Background: an optimization exercise with open tools, aiming at small area, a short achievable clock period and few clock cycles. Do not read the settings as production practice. RTL that was checked went through simulation tests only; none was proved equivalent to the original.

// kz_imgdigest
module kz_imgdigest (
    input  wire         clk,
    input  wire         rst,         
    input  wire         in_valid,
    output wire         in_ready,
    input  wire [35:0]  in_w0,       
    input  wire [35:0]  in_w1,       
    input  wire         in_last,     
    output reg          out_valid,   
    output wire [255:0] digest       
);
make LEC_CHECK=0 CAP_MARGIN=20 CORE_MARGIN=2 CORE_UTILIZATION=40 SETUP_SLACK_MARGIN=5 SLEW_MARGIN=20 SYNTH_HIERARCHICAL=1 finish   # period 10.0 ns
run.sh (not shown) runs the stock make flow with config.mk's settings and CLKGATE_MAP_FILE= SYNTH_SCRIPT=/design/flow/synth_recipe.tcl, a recipe that flattens the netlist after the stock synthesis.
Testbench counts at the start, summed over its fixed seeds: cycles 98,488.
Next try:
--- a/flow/design.v
+++ b/flow/design.v
@@ -70,22 +70,20 @@
         32'h510e527f, 32'h9b05688c, 32'h1f83d9ab, 32'h5be0cd19
     };
     reg         act;         
     reg         ra;          
     reg  [5:0]  u;           
     reg         nb;          
     reg         fin;         
     reg  [3:0]  sc;          
     reg         fold;        
     reg         pro;         
-    reg         foldx;       
-    reg         prox;        
     reg         r61;         
     reg         r62;         
     reg         first;       
     reg         rq;          
     reg  [95:0] sq;          
     reg  [3:0]  occ;         
     reg         lastin;      
     reg         padded;      
     reg         late;        
     reg  [27:0] bc;          
@@ -153,46 +151,41 @@
                     nb_n  = 1'b0;
                     if (!nb) begin act_n = 1'b0; ra_n = 1'b0; u_n = 6'd63; end
                 end
             end
         end
         if (ins & lenw) fin_n = 1'b1;
         occ_p = occ;
         if (ins & !padded) occ_p = occ4 ? occ - 4'd4 : 4'd0;
         lastin_n = lastin & !(ins & lenw);
     end
-    assign kidx    = u + 6'd1;
+    assign kidx    = u_n;
     wire occ_n_le3 = (occ_p <= 4'd3);
     wire occ_n_le7 = (occ_p <= 4'd7);
     wire u_n_mid   = (u_n >= 6'd1) & (u_n <= 6'd14);
     wire sure_n    = (sc_n == 4'd0) &
                      (!act_n | (act_n & !ra_n) | (ra_n & u_n_mid) |
                       (ra_n & (u_n == 6'd0) & nb_n) |
                       (ra_n & (u_n == 6'd63) & !fin_n));
     wire rdy_n     = !lastin_n & (occ_n_le3 | (occ_n_le7 & sure_n));
     always @(posedge clk) begin
         if (rst) begin
             act <= 1'b0; ra <= 1'b0; u <= 6'd63; nb <= 1'b0; fin <= 1'b0;
             sc <= 4'd0; out_valid <= 1'b0;
             fold <= 1'b0; pro <= 1'b0; r61 <= 1'b0; r62 <= 1'b0;
-            foldx <= 1'b0; prox <= 1'b0;
             first <= 1'b1;
             occ <= 4'd0; lastin <= 1'b0; padded <= 1'b0; late <= 1'b0;
             bc <= 28'd0; rdy <= 1'b0;
         end else begin
             act <= act_n; ra <= ra_n; u <= u_n; nb <= nb_n; fin <= fin_n;
             sc <= sc_n;
             fold <= ra_n & (u_n == 6'd0);
-            if (!stall) begin
-                foldx <= r62;
-                prox  <= idle & opt;
-            end
             pro  <= act_n & !ra_n;
             r61  <= ra_n & (u_n == 6'd62);
             r62  <= ra_n & (u_n == 6'd63);
             if (fold & !stall) first <= fin;
             out_valid <= fold & !stall & fin;
             rdy <= rdy_n & !acc;
             occ <= acc ? occ_p + 4'd9 : occ_p;
             if (acc) begin
                 bc <= bc + 28'd9;
                 if (in_last) lastin <= 1'b1;
@@ -214,53 +207,55 @@
                     late   <= 1'b0;
                 end
             end
         end
     end
     always @(posedge clk)
         if (acc) sq <= {sq[23:0], in_w0, in_w1};
     reg [31:0] kr;           
     always @(posedge clk) begin
         rq <= rst;
-        if (!stall) kr <= kt;
+        kr <= kt;
     end
     wire [31:0] wsch = ssig1(R[14]) + R[9] + ssig0(R[1]) + R[0];
     integer i;
     always @(posedge clk) begin
         for (i = 0; i < 15; i = i + 1)
             R[i] <= R[i + 1];
         R[15] <= ins ? mw : (stall ? R[0] : wsch);
     end
     reg  [31:0] PA;          
     reg  [31:0] PE;          
-    wire [31:0] hx  = foldx ? H6 : (prox ? vh : vg);
-    wire [31:0] dx  = foldx ? H2 : (prox ? vd : vc);
+    wire [31:0] hx  = fold ? H6 : (pro ? vh : vg);
+    wire [31:0] dx  = fold ? H2 : (pro ? vd : vc);
     wire [31:0] h0s = first ? IV[255:224] : H0;
     wire [31:0] h0m = r62 ? h0s : 32'd0;
     wire [63:0] cp1 = csa(hx, kr, R[15]);
     wire [63:0] cp2 = csa(cp1[31:0], cp1[63:32], h0m);
-    wire [31:0] pan = cp2[31:0] + cp2[63:32];
+    wire [31:0] pan;
+    kz_add32 u_addpa (.a(cp2[31:0]), .b(cp2[63:32]), .s(pan));
     wire [63:0] cq2 = csa(cp1[31:0], cp1[63:32], dx);
-    wire [31:0] pen = cq2[31:0] + cq2[63:32];
+    wire [31:0] pen;
+    kz_add32 u_addpe (.a(cq2[31:0]), .b(cq2[63:32]), .s(pen));
     wire [31:0] h4f = (fold & first) ? IV[127:96] : H4;
     wire [31:0] h4e = fold ? h4f : 32'd0;
     wire [31:0] ch  = (ve & vf) ^ (~ve & vg);
     wire [31:0] s1  = bsig1(ve);
     wire [31:0] s0  = bsig0(va);
     wire [31:0] maj = (va & vb) ^ (va & vc) ^ (vb & vc);
-    wire [63:0] ca1 = csa(maj, ch, PA);
-    wire [63:0] ca2 = csa(s1, s0, ca1[31:0]);
-    wire [63:0] ca3 = csa(ca2[31:0], ca2[63:32], ca1[63:32]);
+    wire [63:0] ca1 = csa(s1, s0, maj);
+    wire [63:0] ca2 = csa(ca1[31:0], ca1[63:32], ch);
+    wire [63:0] ca3 = csa(ca2[31:0], ca2[63:32], PA);
     wire [31:0] an;
     kz_add32 u_adda (.a(ca3[31:0]), .b(ca3[63:32]), .s(an));
-    wire [63:0] ce1 = csa(ch, PE, h4e);
-    wire [63:0] ce2 = csa(s1, ce1[31:0], ce1[63:32]);
+    wire [63:0] ce1 = csa(s1, ch, PE);
+    wire [63:0] ce2 = csa(ce1[31:0], ce1[63:32], h4e);
     wire [31:0] en;
     kz_add32 u_adde (.a(ce2[31:0]), .b(ce2[63:32]), .s(en));
     wire [31:0] iva = r61 ? IV[159:128] : (r62 ? IV[191:160] : IV[223:192]);
     wire [31:0] ive = r61 ? IV[31:0]    : (r62 ? IV[63:32]   : IV[95:64]);
     wire [31:0] sa  = (first ? iva : H3) + va;
     wire [31:0] se  = (first ? ive : H7) + ve;
     wire        hen = (r61 | r62 | fold) & !stall;
     wire [255:0] rn = fold ? {an, sa, H1, H2, en, se, H5, H6}
                            : {an, va, vb, vc, en, ve, vf, vg};
     wire         ld = ini;
What happened:
- The new run completed without violations
- setup slack improves by 0.11 ns
- non-clock buffer count came out higher by 49
- critical path depth came out higher by 4
- routed wire length came out higher by 5.1%
- worst hold slack degrades by 0.0049 ns
- utilization came out lower by 0.11 points
- via count came out higher by 0.99%
- first-iteration DRC count came out lower by 0.66%
- synthesized cell count came out higher by 1.5%
- global-route usage came out higher by 0.83 points
- sequential cell count came out lower by 2
Only the layout flow was run in the second run of this note; the RTL was not checked for function there.

-- separate check: timing with driven ports --
In the flow no input, the clock included, has a driving cell. The finished layouts below were timed again as built, in two steps. Step 1 (the two cells are an assumption about what drives the block):
set clk [get_ports {clk}]
set_driving_cell -lib_cell sky130_fd_sc_hd__clkbuf_16 $clk
set_driving_cell -lib_cell sky130_fd_sc_hd__buf_2 [delete_from_list [all_inputs] $clk]
Step 2 times the ports against the registers' clock, not the clock port: input delays grow and output delays shrink by t, the midpoint of the rising clock arrivals with the driver on. Three values: no drivers, after step 1, after step 2; two values: the first two.
run | t (ns) | setup WS [ns] | worst setup path at the end
the first run | 0.886 | 4.927 / 4.927 / 4.927 | register to register
the second run | 0.898 | 5.033 / 5.033 / 5.033 | register to register
After both steps setup and hold are still met in every run listed.
